Source: an optimization exercise on an open RTL-to-GDS flow (aim: small area, a short achievable clock period and few clock cycles per item). Production flows keep margins and buffers that such runs may drop. The RTL of this run was laid out without a check of its function.

[design/flow/design.v]
module aes_sbox_a (
    input  wire [7:0] a,
    output wire [3:0] q      
);
  wire U0 = a[7], U1 = a[6], U2 = a[5], U3 = a[4];
  wire U4 = a[3], U5 = a[2], U6 = a[1], U7 = a[0];
  wire M1, M2, M3, M4, M5, M6, M7, M8, M9, M10, M11, M12, M13, M14, M15, M16, M17, M18, M19, M20, M21, M22, M23, M24, M25, M26, M27, M28, M29, M30, M31, M32, M33, M34, M35, M36, M37, M38, M39, M40, T1, T2, T3, T4, T5, T6, T7, T8, T9, T10, T11, T12, T13, T14, T15, T16, T17, T18, T19, T20, T21, T22, T23, T24, T25, T26, T27;
  sb_xor2 g_T1 (.a(U0), .b(U3), .y(T1));
  sb_xor2 g_T2 (.a(U0), .b(U5), .y(T2));
  sb_xor2 g_T3 (.a(U0), .b(U6), .y(T3));
  sb_xor2 g_T4 (.a(U3), .b(U5), .y(T4));
  sb_xor2 g_T5 (.a(U4), .b(U6), .y(T5));
  sb_xor2 g_T6 (.a(T1), .b(T5), .y(T6));
  sb_xor2 g_T7 (.a(U1), .b(U2), .y(T7));
  sb_xor2 g_T8 (.a(U7), .b(T6), .y(T8));
  sb_xor2 g_T9 (.a(U7), .b(T7), .y(T9));
  sb_xor2 g_T10 (.a(T6), .b(T7), .y(T10));
  sb_xor2 g_T11 (.a(U1), .b(U5), .y(T11));
  sb_xor2 g_T12 (.a(U2), .b(U5), .y(T12));
  sb_xor2 g_T13 (.a(T3), .b(T4), .y(T13));
  sb_xor2 g_T14 (.a(T6), .b(T11), .y(T14));
  sb_xor2 g_T15 (.a(T5), .b(T11), .y(T15));
  sb_xor2 g_T16 (.a(T5), .b(T12), .y(T16));
  sb_xor2 g_T17 (.a(T9), .b(T16), .y(T17));
  sb_xor2 g_T18 (.a(U3), .b(U7), .y(T18));
  sb_xor2 g_T19 (.a(T7), .b(T18), .y(T19));
  sb_xor2 g_T20 (.a(T1), .b(T19), .y(T20));
  sb_xor2 g_T21 (.a(U6), .b(U7), .y(T21));
  sb_xor2 g_T22 (.a(T7), .b(T21), .y(T22));
  sb_xor2 g_T23 (.a(T2), .b(T22), .y(T23));
  sb_xor2 g_T24 (.a(T2), .b(T10), .y(T24));
  sb_xor2 g_T25 (.a(T20), .b(T17), .y(T25));
  sb_xor2 g_T26 (.a(T3), .b(T16), .y(T26));
  sb_xor2 g_T27 (.a(T1), .b(T12), .y(T27));
  sb_nand2 g_M1 (.a(T13), .b(T6), .y(M1));
  sb_nand2 g_M2 (.a(T23), .b(T8), .y(M2));
  sb_xnor2 g_M3 (.a(T14), .b(M1), .y(M3));
  sb_nand2 g_M4 (.a(T19), .b(U7), .y(M4));
  sb_xor2 g_M5 (.a(M4), .b(M1), .y(M5));
  sb_nand2 g_M6 (.a(T3), .b(T16), .y(M6));
  sb_nand2 g_M7 (.a(T22), .b(T9), .y(M7));
  sb_xnor2 g_M8 (.a(T26), .b(M6), .y(M8));
  sb_nand2 g_M9 (.a(T20), .b(T17), .y(M9));
  sb_xor2 g_M10 (.a(M9), .b(M6), .y(M10));
  sb_nand2 g_M11 (.a(T1), .b(T15), .y(M11));
  sb_nand2 g_M12 (.a(T4), .b(T27), .y(M12));
  sb_xor2 g_M13 (.a(M12), .b(M11), .y(M13));
  sb_nand2 g_M14 (.a(T2), .b(T10), .y(M14));
  sb_xor2 g_M15 (.a(M14), .b(M11), .y(M15));
  sb_xnor2 g_M16 (.a(M3), .b(M2), .y(M16));
  sb_xor2 g_M17 (.a(M5), .b(T24), .y(M17));
  sb_xnor2 g_M18 (.a(M8), .b(M7), .y(M18));
  sb_xor2 g_M19 (.a(M10), .b(M15), .y(M19));
  sb_xor2 g_M20 (.a(M16), .b(M13), .y(M20));
  sb_xor2 g_M21 (.a(M17), .b(M15), .y(M21));
  sb_xor2 g_M22 (.a(M18), .b(M13), .y(M22));
  sb_xor2 g_M23 (.a(M19), .b(T25), .y(M23));
  sb_xnor2 g_M24 (.a(M22), .b(M23), .y(M24));
  sb_nand2 g_M25 (.a(M22), .b(M20), .y(M25));
  sb_xor2 g_M26 (.a(M21), .b(M25), .y(M26));
  sb_xnor2 g_M27 (.a(M20), .b(M21), .y(M27));
  sb_xor2 g_M28 (.a(M23), .b(M25), .y(M28));
  sb_nor2 g_M29 (.a(M28), .b(M27), .y(M29));
  sb_nor2 g_M30 (.a(M26), .b(M24), .y(M30));
  sb_nand2 g_M31 (.a(M20), .b(M23), .y(M31));
  sb_nor2 g_M32 (.a(M27), .b(M31), .y(M32));
  sb_xor2 g_M33 (.a(M27), .b(M25), .y(M33));
  sb_nand2 g_M34 (.a(M21), .b(M22), .y(M34));
  sb_nor2 g_M35 (.a(M24), .b(M34), .y(M35));
  sb_xor2 g_M36 (.a(M24), .b(M25), .y(M36));
  sb_xor2 g_M37 (.a(M21), .b(M29), .y(M37));
  sb_xor2 g_M38 (.a(M32), .b(M33), .y(M38));
  sb_xor2 g_M39 (.a(M23), .b(M30), .y(M39));
  sb_xor2 g_M40 (.a(M35), .b(M36), .y(M40));
  assign q = {M37, M38, M39, M40};
endmodule
module aes_sbox_b (
    input  wire [7:0] a,
    input  wire [3:0] q,     
    output wire [7:0] y
);
  wire U0 = a[7], U1 = a[6], U2 = a[5], U3 = a[4];
  wire U4 = a[3], U5 = a[2], U6 = a[1], U7 = a[0];
  wire M37 = q[3], M38 = q[2], M39 = q[1], M40 = q[0];
  wire L0, L1, L2, L3, L4, L5, L6, L7, L8, L9, L10, L11, L12, L13, L14, L15, L16, L17, L18, L19, L20, L21, L22, L23, L24, L25, L26, L27, L28, L29, M41, M42, M43, M44, M45, M46, M47, M48, M49, M50, M51, M52, M53, M54, M55, M56, M57, M58, M59, M60, M61, M62, M63, T1, T2, T3, T4, T5, T6, T7, T8, T9, T10, T11, T12, T13, T15, T16, T17, T18, T19, T20, T21, T22, T23, T27;
  sb_xor2 g_T1 (.a(U0), .b(U3), .y(T1));
  sb_xor2 g_T2 (.a(U0), .b(U5), .y(T2));
  sb_xor2 g_T3 (.a(U0), .b(U6), .y(T3));
  sb_xor2 g_T4 (.a(U3), .b(U5), .y(T4));
  sb_xor2 g_T5 (.a(U4), .b(U6), .y(T5));
  sb_xor2 g_T6 (.a(T1), .b(T5), .y(T6));
  sb_xor2 g_T7 (.a(U1), .b(U2), .y(T7));
  sb_xor2 g_T8 (.a(U7), .b(T6), .y(T8));
  sb_xor2 g_T9 (.a(U7), .b(T7), .y(T9));
  sb_xor2 g_T10 (.a(T6), .b(T7), .y(T10));
  sb_xor2 g_T11 (.a(U1), .b(U5), .y(T11));
  sb_xor2 g_T12 (.a(U2), .b(U5), .y(T12));
  sb_xor2 g_T13 (.a(T3), .b(T4), .y(T13));
  sb_xor2 g_T15 (.a(T5), .b(T11), .y(T15));
  sb_xor2 g_T16 (.a(T5), .b(T12), .y(T16));
  sb_xor2 g_T17 (.a(T9), .b(T16), .y(T17));
  sb_xor2 g_T18 (.a(U3), .b(U7), .y(T18));
  sb_xor2 g_T19 (.a(T7), .b(T18), .y(T19));
  sb_xor2 g_T20 (.a(T1), .b(T19), .y(T20));
  sb_xor2 g_T21 (.a(U6), .b(U7), .y(T21));
  sb_xor2 g_T22 (.a(T7), .b(T21), .y(T22));
  sb_xor2 g_T23 (.a(T2), .b(T22), .y(T23));
  sb_xor2 g_T27 (.a(T1), .b(T12), .y(T27));
  sb_xor2 g_M41 (.a(M38), .b(M40), .y(M41));
  sb_xor2 g_M42 (.a(M37), .b(M39), .y(M42));
  sb_xor2 g_M43 (.a(M37), .b(M38), .y(M43));
  sb_xor2 g_M44 (.a(M39), .b(M40), .y(M44));
  sb_xor2 g_M45 (.a(M42), .b(M41), .y(M45));
  sb_nand2 g_M46 (.a(M44), .b(T6), .y(M46));
  sb_nand2 g_M47 (.a(M40), .b(T8), .y(M47));
  sb_nand2 g_M48 (.a(M39), .b(U7), .y(M48));
  sb_nand2 g_M49 (.a(M43), .b(T16), .y(M49));
  sb_nand2 g_M50 (.a(M38), .b(T9), .y(M50));
  sb_nand2 g_M51 (.a(M37), .b(T17), .y(M51));
  sb_nand2 g_M52 (.a(M42), .b(T15), .y(M52));
  sb_nand2 g_M53 (.a(M45), .b(T27), .y(M53));
  sb_nand2 g_M54 (.a(M41), .b(T10), .y(M54));
  sb_nand2 g_M55 (.a(M44), .b(T13), .y(M55));
  sb_nand2 g_M56 (.a(M40), .b(T23), .y(M56));
  sb_nand2 g_M57 (.a(M39), .b(T19), .y(M57));
  sb_nand2 g_M58 (.a(M43), .b(T3), .y(M58));
  sb_nand2 g_M59 (.a(M38), .b(T22), .y(M59));
  sb_nand2 g_M60 (.a(M37), .b(T20), .y(M60));
  sb_nand2 g_M61 (.a(M42), .b(T1), .y(M61));
  sb_nand2 g_M62 (.a(M45), .b(T4), .y(M62));
  sb_nand2 g_M63 (.a(M41), .b(T2), .y(M63));
  sb_xor2 g_L0 (.a(M61), .b(M62), .y(L0));
  sb_xor2 g_L1 (.a(M50), .b(M56), .y(L1));
  sb_xor2 g_L2 (.a(M46), .b(M48), .y(L2));
  sb_xor2 g_L3 (.a(M47), .b(M55), .y(L3));
  sb_xor2 g_L4 (.a(M54), .b(M58), .y(L4));
  sb_xor2 g_L5 (.a(M49), .b(M61), .y(L5));
  sb_xnor2 g_L6 (.a(M62), .b(L5), .y(L6));
  sb_xnor2 g_L7 (.a(M46), .b(L3), .y(L7));
  sb_xor2 g_L8 (.a(M51), .b(M59), .y(L8));
  sb_xor2 g_L9 (.a(M52), .b(M53), .y(L9));
  sb_xnor2 g_L10 (.a(M53), .b(L4), .y(L10));
  sb_xnor2 g_L11 (.a(M60), .b(L2), .y(L11));
  sb_xor2 g_L12 (.a(M48), .b(M51), .y(L12));
  sb_xnor2 g_L13 (.a(M50), .b(L0), .y(L13));
  sb_xor2 g_L14 (.a(M52), .b(M61), .y(L14));
  sb_xnor2 g_L15 (.a(M55), .b(L1), .y(L15));
  sb_xnor2 g_L16 (.a(M56), .b(L0), .y(L16));
  sb_xnor2 g_L17 (.a(M57), .b(L1), .y(L17));
  sb_xnor2 g_L18 (.a(M58), .b(L8), .y(L18));
  sb_xnor2 g_L19 (.a(M63), .b(L4), .y(L19));
  sb_xor2 g_L20 (.a(L0), .b(L1), .y(L20));
  sb_xor2 g_L21 (.a(L1), .b(L7), .y(L21));
  sb_xor2 g_L22 (.a(L3), .b(L12), .y(L22));
  sb_xor2 g_L23 (.a(L18), .b(L2), .y(L23));
  sb_xor2 g_L24 (.a(L15), .b(L9), .y(L24));
  sb_xor2 g_L25 (.a(L6), .b(L10), .y(L25));
  sb_xor2 g_L26 (.a(L7), .b(L9), .y(L26));
  sb_xor2 g_L27 (.a(L8), .b(L10), .y(L27));
  sb_xor2 g_L28 (.a(L11), .b(L14), .y(L28));
  sb_xor2 g_L29 (.a(L11), .b(L17), .y(L29));
  sb_xor2 g_y7 (.a(L6), .b(L24), .y(y[7]));
  sb_xnor2 g_y6 (.a(L16), .b(L26), .y(y[6]));
  sb_xnor2 g_y5 (.a(L19), .b(L28), .y(y[5]));
  sb_xor2 g_y4 (.a(L6), .b(L21), .y(y[4]));
  sb_xor2 g_y3 (.a(L20), .b(L22), .y(y[3]));
  sb_xor2 g_y2 (.a(L25), .b(L29), .y(y[2]));
  sb_xnor2 g_y1 (.a(L13), .b(L27), .y(y[1]));
  sb_xnor2 g_y0 (.a(L6), .b(L23), .y(y[0]));
endmodule
module aes_sbox (
    input  wire [7:0] a,
    output wire [7:0] y
);
  wire [3:0] q;
  aes_sbox_a u_a (.a(a), .q(q));
  aes_sbox_b u_b (.a(a), .q(q), .y(y));
endmodule
module sb_xor2 (input wire a, input wire b, output wire y);
  assign y = a ^ b;
endmodule
module sb_xnor2 (input wire a, input wire b, output wire y);
  assign y = ~(a ^ b);
endmodule
module sb_nand2 (input wire a, input wire b, output wire y);
  assign y = ~(a & b);
endmodule
module sb_nor2 (input wire a, input wire b, output wire y);
  assign y = ~(a | b);
endmodule
module sb_inv (input wire a, output wire y);
  assign y = ~a;
endmodule
module aes_stage_a (
    input  wire [127:0] state_in,
    output wire [63:0]  q            
);
  genvar gi;
  generate
    for (gi = 0; gi < 16; gi = gi + 1) begin : g_sbox
      aes_sbox_a u_sbox (.a(state_in[127-8*gi -: 8]), .q(q[63-4*gi -: 4]));
    end
  endgenerate
endmodule
module aes_stage_b (
    input  wire [127:0] u,           
    input  wire [63:0]  q,           
    input  wire [127:0] round_key,
    output wire [127:0] shifted,     
    output wire [127:0] mixed        
);
  wire [127:0] sub;
  genvar gi;
  generate
    for (gi = 0; gi < 16; gi = gi + 1) begin : g_sbox
      aes_sbox_b u_sbox (.a(u[127-8*gi -: 8]), .q(q[63-4*gi -: 4]),
                         .y(sub[127-8*gi -: 8]));
    end
  endgenerate
  generate
    for (gi = 0; gi < 16; gi = gi + 1) begin : g_shift
      localparam integer ROW = gi % 4;
      localparam integer COL = gi / 4;
      localparam integer SRC = 4 * ((COL + ROW) % 4) + ROW;
      assign shifted[127-8*gi -: 8] = sub[127-8*SRC -: 8];
    end
  endgenerate
  generate
    for (gi = 0; gi < 4; gi = gi + 1) begin : g_mix
      aes_mixadd u_mix (
          .a(shifted[127-32*gi -: 32]),
          .k(round_key[127-32*gi -: 32]),
          .b(mixed[127-32*gi -: 32])
      );
    end
  endgenerate
endmodule
module aes_mixadd (
    input  wire [31:0] a,
    input  wire [31:0] k,
    output wire [31:0] b
);
  wire [7:0] ab [0:3];     
  wire [7:0] kb [0:3];     
  wire [7:0] t  [0:3];     
  wire [7:0] xt [0:3];     
  wire [7:0] u  [0:3];     
  wire [7:0] w  [0:3];     
  genvar i, j;
  generate
    for (i = 0; i < 4; i = i + 1) begin : g_byte
      assign ab[i] = a[31-8*i -: 8];
      assign kb[i] = k[31-8*i -: 8];
    end
    for (i = 0; i < 4; i = i + 1) begin : g_col
      for (j = 0; j < 8; j = j + 1) begin : g_bit
        sb_xor2 g_t (.a(ab[i][j]), .b(ab[(i+1)%4][j]), .y(t[i][j]));
        sb_xor2 g_u (.a(ab[(i+1)%4][j]), .b(kb[i][j]), .y(u[i][j]));
        sb_xor2 g_w (.a(u[i][j]), .b(t[(i+2)%4][j]), .y(w[i][j]));
        sb_xor2 g_b (.a(xt[i][j]), .b(w[i][j]), .y(b[31-8*i-7+j]));
        if (j == 0) begin : g_x0
          assign xt[i][0] = t[i][7];
        end else if (j == 1 || j == 3 || j == 4) begin : g_xr
          sb_xor2 g_x (.a(t[i][j-1]), .b(t[i][7]), .y(xt[i][j]));
        end else begin : g_xs
          assign xt[i][j] = t[i][j-1];
        end
      end
    end
  endgenerate
endmodule
module aes256_key_step (
    input  wire [127:0] prev,
    input  wire [31:0]  u,       
    input  wire [15:0]  q,       
    input  wire [7:0]   rc,      
    output wire [127:0] next
);
  wire [31:0] t;
  genvar gi;
  generate
    for (gi = 0; gi < 4; gi = gi + 1) begin : g_sbox
      aes_sbox_b u_sbox (.a(u[31-8*gi -: 8]), .q(q[15-4*gi -: 4]),
                         .y(t[31-8*gi -: 8]));
    end
  endgenerate
  wire [31:0] p0 = prev[127:96] ^ {rc, 24'h0};
  wire [31:0] p1 = p0 ^ prev[95:64];
  wire [31:0] p2 = p1 ^ prev[63:32];
  wire [31:0] p3 = p2 ^ prev[31:0];
  generate
    for (gi = 0; gi < 32; gi = gi + 1) begin : g_add
      sb_xor2 g_0 (.a(t[gi]), .b(p0[gi]), .y(next[96+gi]));
      sb_xor2 g_1 (.a(t[gi]), .b(p1[gi]), .y(next[64+gi]));
      sb_xor2 g_2 (.a(t[gi]), .b(p2[gi]), .y(next[32+gi]));
      sb_xor2 g_3 (.a(t[gi]), .b(p3[gi]), .y(next[gi]));
    end
  endgenerate
endmodule
module aes256_key_stage_a (
    input  wire [31:0] w,
    output wire [15:0] q
);
  genvar gi;
  generate
    for (gi = 0; gi < 4; gi = gi + 1) begin : g_sbox
      aes_sbox_a u_sbox (.a(w[31-8*gi -: 8]), .q(q[15-4*gi -: 4]));
    end
  endgenerate
endmodule
module qvk_xts_enc (
    input  wire         clk,
    input  wire         rst,
    input  wire [255:0] key1,
    input  wire [255:0] key2,
    input  wire         in_valid,
    output wire         in_ready,
    input  wire         in_first,
    input  wire [127:0] in_tweak,
    input  wire [127:0] in_data,
    output wire         out_valid,
    input  wire         out_ready,
    output wire [127:0] out_data
);
  function [127:0] byte_rev(input [127:0] v);
    integer i;
    for (i = 0; i < 16; i = i + 1)
      byte_rev[127-8*i -: 8] = v[8*i +: 8];
  endfunction
  function [127:0] mul_alpha(input [127:0] t);
    reg [127:0] le;
    begin
      le = byte_rev(t);
      le = {le[126:0], 1'b0} ^ (le[127] ? 128'h87 : 128'h0);
      mul_alpha = byte_rev(le);
    end
  endfunction
  function [127:0] div_alpha(input [127:0] t);
    reg [127:0] le;
    begin
      le = byte_rev(t);
      le = {1'b0, le[127:1]} ^ (le[0] ? {1'b1, 119'h0, 8'h43} : 128'h0);
      div_alpha = byte_rev(le);
    end
  endfunction
  reg         busy;        
  reg [4:0]   pc;          
  reg         xf;          
  reg         p0;          
  reg         ks;          
  reg         twk;         
  reg         has_y;       
  reg         yfin;        
  reg         tsh;         
  reg         tw_fresh;    
  reg [127:0] state;       
  reg [127:0] mu;          
  reg [63:0]  mq;          
  reg [255:0] kreg;        
  reg [31:0]  ku;          
  reg [15:0]  kq;          
  reg [127:0] tval;        
  reg         out_valid_r;
  reg [127:0] out_data_r;
  wire xfin    = xf;
  wire stall_x = xfin && !twk && out_valid_r && !out_ready;
  wire stall_y = yfin && out_valid_r && !out_ready;
  wire stall   = stall_x || stall_y;
  wire x_open = (!busy || (xfin && !twk)) && !out_valid_r;
  wire y_open = p0 && !twk && !stall_y;
  assign in_ready = x_open ? (!in_first || tw_fresh) : (y_open && !in_first);
  wire x_acc   = in_valid && x_open && (!in_first || tw_fresh);
  wire y_acc   = in_valid && y_open && !in_first;
  wire t_start = in_valid && x_open && in_first && !tw_fresh;
  wire p_start = x_acc || t_start;
  wire [127:0] load = t_start ? byte_rev(in_tweak) ^ key2[255:128]
                              : in_data ^ tval ^ key1[255:128];
  wire [63:0]  qa;
  aes_stage_a u_a (.state_in(state), .q(qa));
  wire [127:0] shifted, mixed;
  aes_stage_b u_b (
      .u        (mu),
      .q        (mq),
      .round_key(kreg[127:0]),
      .shifted  (shifted),
      .mixed    (mixed)
  );
  wire [127:0] fin  = shifted ^ kreg[127:0];         
  wire         d2   = xfin ? has_y : tsh;
  wire [127:0] tfin = div_alpha(d2 ? div_alpha(tval) : tval);
  wire [31:0]  kw   = pc[1] ? kreg[31:0] : {kreg[23:0], kreg[31:24]};
  wire [15:0]  kqa;
  aes256_key_stage_a u_ka (.w(kw), .q(kqa));
  wire [4:0]   nxt  = {1'b0, pc[4:1]} + 5'd1;
  wire [7:0]   rc   = nxt[0] ? 8'h00 : (8'h01 << (nxt[4:1] - 4'd1));
  wire [127:0] key_next;
  aes256_key_step u_key (
      .prev(kreg[255:128]),
      .u   (ku),
      .q   (kq),
      .rc  (rc),
      .next(key_next)
  );
  wire       busy_n = stall ? busy : (p_start || (busy && !xf));
  wire [4:0] pc_n   = stall ? pc : p_start ? 5'd0 : busy ? pc + 5'd1 : pc;
  always @(posedge clk) begin
    if (rst) begin
      busy        <= 1'b0;
      xf          <= 1'b0;
      p0          <= 1'b0;
      ks          <= 1'b0;
      twk         <= 1'b0;
      yfin        <= 1'b0;
      tw_fresh    <= 1'b0;
      out_valid_r <= 1'b0;
    end else begin
      if (out_valid_r && out_ready)
        out_valid_r <= 1'b0;
      busy <= busy_n;
      pc   <= pc_n;
      xf   <= busy_n && (pc_n == 5'd27);
      p0   <= busy_n && (pc_n == 5'd0);
      ks   <= busy_n && !pc_n[0] && (pc_n >= 5'd2) && (pc_n <= 5'd26);
      if (!stall) begin
        mu <= state;
        mq <= qa;
        if ((xfin && !twk) || yfin) begin
          out_valid_r <= 1'b1;
          out_data_r  <= fin ^ tfin;
        end
        if (xfin && twk) begin
          tval     <= fin;
          tw_fresh <= 1'b1;
        end
        yfin <= xfin && has_y;
        if (xfin)
          tsh <= x_acc;
        state <= (p_start || y_acc) ? load : mixed;
        if (x_acc || y_acc)
          tval <= mul_alpha(tval);
        if (x_acc && in_first)
          tw_fresh <= 1'b0;
        if (p_start) begin
          twk   <= t_start;
          has_y <= 1'b0;
        end
        if (y_acc)
          has_y <= 1'b1;
        if (p0)
          kreg <= twk ? key2 : key1;
        else if (ks)
          kreg <= {kreg[127:0], key_next};
      end
    end
    ku <= kw;
    kq <= kqa;
  end
  assign out_valid = out_valid_r;
  assign out_data  = out_data_r;
endmodule
[design/flow/flow/run.sh]
#!/bin/bash
# Layout with the standard flow (standard.sh), changed in one way only:
# the input and output ports are buffered with sky130_fd_sc_hd__buf_1
# instead of the clkdlybuf4s50_1 delay cell the resizer picks by default.
# Every port still gets its own buffer. ORFS writes each step's log under
# orfs/logs; the make output as a whole goes to standard.log here.
set -euo pipefail
export BUFFER_PORTS_ARGS="-buffer_cell sky130_fd_sc_hd__buf_1"
bash standard.sh > standard.log 2>&1
[design/flow/standard.sh]
#!/bin/bash
# synth_recipe.tcl (not shown) runs the flow's synth.tcl, then flattens the netlist and writes it again
# the make line also repeats each setting of config.mk as NAME=value (left out here)
make -C /OpenROAD-flow-scripts/flow DESIGN_CONFIG=/design/flow/config.mk WORK_HOME=/design/flow/orfs CLKGATE_MAP_FILE= SYNTH_SCRIPT=/design/flow/synth_recipe.tcl "${@:-finish}"
[design/flow/config.mk]
export PLATFORM = sky130hd
export DESIGN_NAME = qvk_xts_enc
export DESIGN_NICKNAME = qvk_xts_enc
export VERILOG_FILES = /design/flow/design.v
export SDC_FILE = /design/flow/constraint.sdc
export NUM_CORES = 4
export LEC_CHECK = 0
export CAP_MARGIN = 20
export CORE_MARGIN = 2
export CORE_UTILIZATION = 55
export SETUP_SLACK_MARGIN = 3.3
export SLEW_MARGIN = 20
export SYNTH_HIERARCHICAL = 1
export SYNTH_MINIMUM_KEEP_SIZE = 0
[design/flow/constraint.sdc]
create_clock -name core_clock -period 7.0 [get_ports {clk}]
set_input_delay 1.4000 -clock core_clock [delete_from_list [all_inputs] [get_ports {clk}]]
set_output_delay 1.4000 -clock core_clock [all_outputs]
set_load 0.01 [all_outputs]
==> reports/results.txt <==
outcome = timing/DRC/antenna clean
antenna viol nets, final = 0
I/O Buffers = 902
routed wire length = 268,000 um
Max Root-Sink Buffers = 3
Num Clock Sinks = 895
Hold Fails Final Rpt = 0
r2r endpoint = state[39]
Clock H-tree levels = 3
Core Footprint = 135,000 um^2
routed vias/inst = 5.50
Num CTS Buffers = 105
dpl hpwl = 213,000 um
Post-Synthesis Cells = 7,320
Layout area overhead = 19.1%
Filler Cells Inserted = 10,965
crit path kind = reg2reg
crit path max fanout = 5
DRC Markers = 0
vias = 56,467
YS warnings = 8
Core Util, Final = 65.8%
Critical Path AT = 4.29 ns
largest area contributor in the netlist = xor2_1
Critical Path End = state[39]
RSZ-0062 raised after global routing = yes
Detailed Routing Iterations Pass 1 = 5
post-synthesis cell type count = 43
pin count of the biggest net entering global routing = 141
top-count cell post-synth = xor2_1
Post-Layout Cell Count = 10,276
fin area = 89,000 um^2
Slew @ Worst Pin = 1.12 ns
Max Fclk = 266 MHz
insertion delay to the later sink of the worst-skew pair = 0.73 ns
setup_tns = 0 ns
r2r startpoint = mu[21]
R2R Setup Slk = 3.24 ns
Initial Util = 55.3%
Routed wire per std cell = 26.1 um
Syn Nets = 8,095
Root Buffer = clkbuf_16
skew final = 0.0300 ns
slew margin rel. = 25.1%
CP Data Required Time = 7.53 ns
Synth Area in Compound Gates = 3.69%
synthesized area per cell = 10.2 um^2
TritonCTS clock tree = done
Die ar. = 139,000 um^2
Post-synth EDFFs = 839
gr usage total = 37.0%
adder and majority gate portion of the synthesized area = 0.0335%
Hold Path Class = reg2reg
DR iter-0 viols = 5,777
startpoint types = flop
XOR/XNOR Fraction of Synth Area = 45.1%
max_cap viols = 0
Synth top area share = 35.5%
Final nets = 9,179
critical path launch point = mu[21]
placed cell areas = 79,700 um^2
mux contribution to synthesized area = 7.53%
hold_buf cts = 0
WHS = 0.478 ns
cells on worst reg2reg path = 14
clock slew at reported path FFs = 0.06 ns
fin. max-slew vios = 0
period utilization = 53.8%
initial antenna violation count = 11
FFs w/ async S/R, synth = 0%
top cells by area, synth = xor2_1 (36%), edfxtp_1 (34%), xnor2_1 (8.5%)
first-pass GRT wire length = 368,000 um
layout cell share with drive strength beyond 1 = 12.7%
Die W = 373 um
list of most frequent post-synthesis cells = xor2_1 (3,028), edfxtp_1 (839), nand2_1 (737)
sequential share of the synthesized area = 35.2%
largest family of logic cells by synthesized area = XOR/XNOR gates
register area = 26,300 um^2
synthesized area = 74,700 um^2
setup violators final = 0
Final min period = 3.76 ns
# rows = 135
number of global-route vias before repair = 53,478
Post-Synth Simple-Gate Area = 6.43%
CP Capture Type = flop
placed insts = 9,802
Overflow after GRT = 0
register bit total from synthesis = 895
Most used DFF post-synth = edfxtp_1
GP Congestion = 1.03
chip height = 373 um
area of the multi-input gates = 50,800 um^2
Ports = 903
-- cell type report --
| type | instances | area share [%] |
|---|---|---|
| flip-flops and latches | 895 | 29.6 |
| multi-input cells | 6135 | 57.1 |
| clock inverters | 62 | 0.658 |
| repair buffers | 1237 | 6.88 |
| clock buffers | 130 | 3.09 |
| diodes | 6 | 0.0169 |
| well taps | 1781 | 2.50 |
| inverters | 30 | 0.131 |
-- flip-flops by register name, indices dropped and copies added (netlist names) --
signal and flops:
twk 1, tval 128, out_valid_r 1, out_data_r 128, yfin 1, ks 1, kq 16, state 128
tw_fresh 1, tsh 1, kreg 256, p0 1, pc 5, mq 64, ku 32, busy 1
has_y 1, mu 128, xf 1
-- Yosys stat by module (local to each module, per instance), excerpt --
module | area [um^2] | flip-flops and latches | cells inside | times used
sb_nor2 | 3.75 | 0 | 1 | 80
sb_xor2 | 8.76 | 0 | 1 | 2628
sb_nand2 | 3.75 | 0 | 1 | 600
qvk_xts_enc | 43500 | 895 | 3396 | 1
aes_sbox_a | 30.0 | 0 | 4 | 20
aes256_key_step | 1570 | 0 | 136 | 1
sb_xnor2 | 8.76 | 0 | 1 | 400
-- routing by layer --
metal	vias up	track usage [%]	part of all wire (%)
met1	27612	50.0	42
met4	2	16.3	5.0
li1	25836	-	-
met2	2527	58.5	46
met5	-	0	0.0045
met3	490	6.01	7.9
-- worst min-delay path by stage --
stage | from | to | slack [ns] | cells past startpoint
after global placement | tw_fresh | tw_fresh | 0.46 | 1
after detailed placement | state[35] | mu[35] | 0.45 | 0
after global routing | tw_fresh | tw_fresh | 0.49 | 1
after CTS | tw_fresh | tw_fresh | 0.47 | 1
after floorplan | tw_fresh | tw_fresh | 0.43 | 1
final | tw_fresh | tw_fresh | 0.48 | 1
-- cells in the final DEF, fill, tap and decap left out, types with 29 or more instances in the layout --
cell	count
o21ai_0	101
o21ai_1	31
xnor2_1	618
xor2_1	2739
inv_1	29
a21oi_1	396
mux2_2	161
dfxtp_1	54
mux2i_1	380
nor2_1	486
xnor2_2	103
xor2_2	227
xnor3_1	32
buf_1	902
nand2_1	726
xor2_4	70
buf_4	316
edfxtp_1	839
clkbuf_16	106
-- worst max-delay path, stage by stage, from the launching register on --
cell and delay, ns:
edfxtp_1 0.47, xor2_2 0.31, xor2_1 0.29, xor2_1 0.18, nand2_1 0.16, xor2_4 0.22, xnor2_2 0.21, xor2_1 0.24
xor2_2 0.20, buf_12 0.16, xor2_4 0.29, xor2_1 0.21, xor2_1 0.34, nand2_1 0.11, o21ai_1 0.18
-- stage by stage --
step                worst slack, ns
floorplan                   -0.0228
global placement               2.64
detailed placement             2.66
CTS                            3.30
global route                   3.10
finish                         3.24
-- what timing repair did --
item,CTS,global route
setup endpoints to repair,191,207
resized for setup,220,258
pin swaps,26,137
cloned,0,0
setup buffers,69,207
-- cells by family (layout without fill, tap and decap cells) --
logic type | Yosys count | count (layout)
AOI/OAI and AO/OA | 542 | 542
xor gates and xnor gates | 3792 | 3792
adders and majority gates | 2 | 2
buffers and inverters | 290 | 1459
DFF | 895 | 895
muxes | 542 | 542
other | 0 | 6
and+or+nand+nor | 1257 | 1257

[port drivers added, routing unchanged]
No port has a modelled driver above. Below, the same layout with a new extraction and two added sets of constraints.
Step 1 assumes that a clkbuf_16 drives the clock port and a buf_2 every other input.
Step 2 also shifts input and output timing later by t, the mid clock arrival at the registers, as if the neighbouring blocks saw the same clock.
Slacks: ideal ports / drivers / drivers and shift; pairs: ideal ports / drivers.
t (ns): 0.800
setup slack, ns: 3.235 / 3.235 / 2.675
hold WS [ns]: 0.478 / 0.478 / 0.478
worst setup path after step 2: input to register
cell pins on the clock port's net: 1
After both steps this run still meets setup and hold. The setup slack of this run moves by 0.000 ns with the drivers and by -0.560 ns with both steps.
